This is an optimization exercise on Yosys and OpenROAD, whose aim is small area, a short achievable clock period and few clock cycles per item, not a production implementation. In this exercise RTL edits were held to simulation tests only and were not proved equivalent to the original. Power and IR drop assume default switching activity.

## pwm_minp
module pwm_minp (
    input  wire        clk,
    input  wire        rst,
    input  wire        in_valid,
    output wire        in_ready,
    input  wire [18:0] in_per,
    input  wire [13:0] in_dly_r,
    input  wire [13:0] in_dly_f,
    input  wire [10:0] in_duty_max,
    input  wire        in_clamp,
    input  wire        in_clear,
    input  wire [7:0]  in_ls,
    input  wire [75:0] in_h,
    input  wire [3:0]  in_centre,
    output reg         out_valid,
    output reg  [7:0]  out_ls,
    output reg  [75:0] out_on,
    output reg  [75:0] out_off,
    output reg  [3:0]  out_drop,
    output reg  [3:0]  out_raise
);
Size in the first run: roughly 6300 cells after synthesis, roughly 320 I/O pins.
==> flow/config.mk <==
export PLATFORM = sky130hd
export DESIGN_NAME = pwm_minp
export DESIGN_NICKNAME = pwm_minp
export VERILOG_FILES = /design/flow/design.v
export SDC_FILE = /design/flow/constraint.sdc
export NUM_CORES = 4
export LEC_CHECK = 0
export ABC_AREA = 1
export CAP_MARGIN = 50
export CORE_MARGIN = 2
export CORE_UTILIZATION = 40
export SLEW_MARGIN = 70
==> flow/constraint.sdc <==
create_clock -name core_clock -period 26.0 [get_ports {clk}]
set_input_delay 5.2000 -clock core_clock [delete_from_list [all_inputs] [get_ports {clk}]]
set_output_delay 5.2000 -clock core_clock [all_outputs]
set_load 0.01 [all_outputs]
standard.sh (not shown) runs the stock make flow with config.mk's settings and CLKGATE_MAP_FILE= SYNTH_SCRIPT=/design/flow/synth_recipe.tcl, a recipe that flattens the netlist after the stock synthesis.
==> flow/flow/run.sh <==
#!/bin/bash
# The standard layout, with every port buffered by a buf_2 instead of the
# buffer_ports default.
set -euo pipefail
export BUFFER_PORTS_ARGS="-buffer_cell sky130_fd_sc_hd__buf_2"
bash standard.sh > standard.log 2>&1
The first run completed with no timing, DRC or antenna violations.
Testbench counts at the start, summed over its fixed seeds: cycles 32,032, items 32,000.
Rerun with:
==> flow/run.sh (new file) <==
#!/bin/bash
# synth_recipe.tcl (not shown) runs the flow's synth.tcl, then flattens the netlist and writes it again
# the make line also repeats each setting of config.mk as NAME=value (left out here)
make -C /OpenROAD-flow-scripts/flow DESIGN_CONFIG=/design/flow/config.mk WORK_HOME=/design/flow/orfs CLKGATE_MAP_FILE= SYNTH_SCRIPT=/design/flow/synth_recipe.tcl finish
removed: flow/flow/run.sh
removed: flow/standard.sh
What happened:
- combinational power came out higher by about 3%
- setup slack degrades by 0.31 ns
- clock-buffer cell count is unchanged
- worst hold slack got worse by 0.0033 ns
- register-to-register slack got worse by 0.17 ns
- design area climbs by 2.7%
- utilization rises by 1.2 points
Rerun with:
==> flow/flow/run.sh (new file) <==
#!/bin/bash
# The standard layout, with every port buffered by a buf_2 instead of the
# buffer_ports default, and timing repair aiming at 19.5 ns of setup slack.
set -euo pipefail
export BUFFER_PORTS_ARGS="-buffer_cell sky130_fd_sc_hd__buf_2"
export SETUP_SLACK_MARGIN=19.5
bash standard.sh > standard.log 2>&1
==> flow/standard.sh (new file) <==
#!/bin/bash
# synth_recipe.tcl (not shown) runs the flow's synth.tcl, then flattens the netlist and writes it again
# the make line also repeats each setting of config.mk as NAME=value (left out here)
make -C /OpenROAD-flow-scripts/flow DESIGN_CONFIG=/design/flow/config.mk WORK_HOME=/design/flow/orfs CLKGATE_MAP_FILE= SYNTH_SCRIPT=/design/flow/synth_recipe.tcl "${@:-finish}"
removed: flow/run.sh
=> The new run produced a clean layout; worst setup slack is better by 0.50 ns; first-iteration DRC count goes down by about 3.5%; clock power climbs by about 3%; routed wire length goes up by 0.59%; sequential power is about the same.
Rerun with:
==> flow/flow/run.sh (replaced) <==
#!/bin/bash
# The standard layout, with every port buffered by a buf_1 instead of the
# buffer_ports default.
set -euo pipefail
export BUFFER_PORTS_ARGS="-buffer_cell sky130_fd_sc_hd__buf_1"
bash standard.sh > standard.log 2>&1
- fmax decreases by a few percent
- sequential cell count does not change
- clock-buffer cell count increases by 8
- power decreases slightly
- global-route usage decreases by 0.26 points
- non-clock buffer count decreases by 1

-- separate check: timing with driven ports --
The results above use ideal ports. As a check the final layouts listed here were re-extracted and re-timed, cells and wires unchanged. Step 1 sets driving cells, clkbuf_16 on the clock port and buf_2 on the other inputs (assumed; they add their load-dependent delay and slew). Step 2 moves the port delays by t, midway between the first and last clock arrival at a register: inputs arrive t later, outputs are due t later. That takes back most of the time a late clock gives input paths. Three values: ideal, step 1, step 2; two values: the first two.
| run | shift t [ns] | setup WS [ns] | hold slack, ns | slew at the worst register clock pin (ns) |
|---|---|---|---|---|
| the first run | 0.810 | 19.327 / 19.327 / 19.327 | 0.322 / 0.322 / 0.322 | 0.07 / 0.07 |
| the second run | 0.795 | 19.022 / 18.945 / 19.161 | 0.319 / 0.319 / 0.319 | 0.07 / 0.07 |
| the third run | 0.809 | 19.518 / 19.438 / 19.895 | 0.322 / 0.322 / 0.322 | 0.07 / 0.07 |
| the fourth run | 0.788 | 19.247 / 19.247 / 19.247 | 0.319 / 0.319 / 0.319 | 0.07 / 0.07 |
After both steps setup and hold are still met in every run listed.
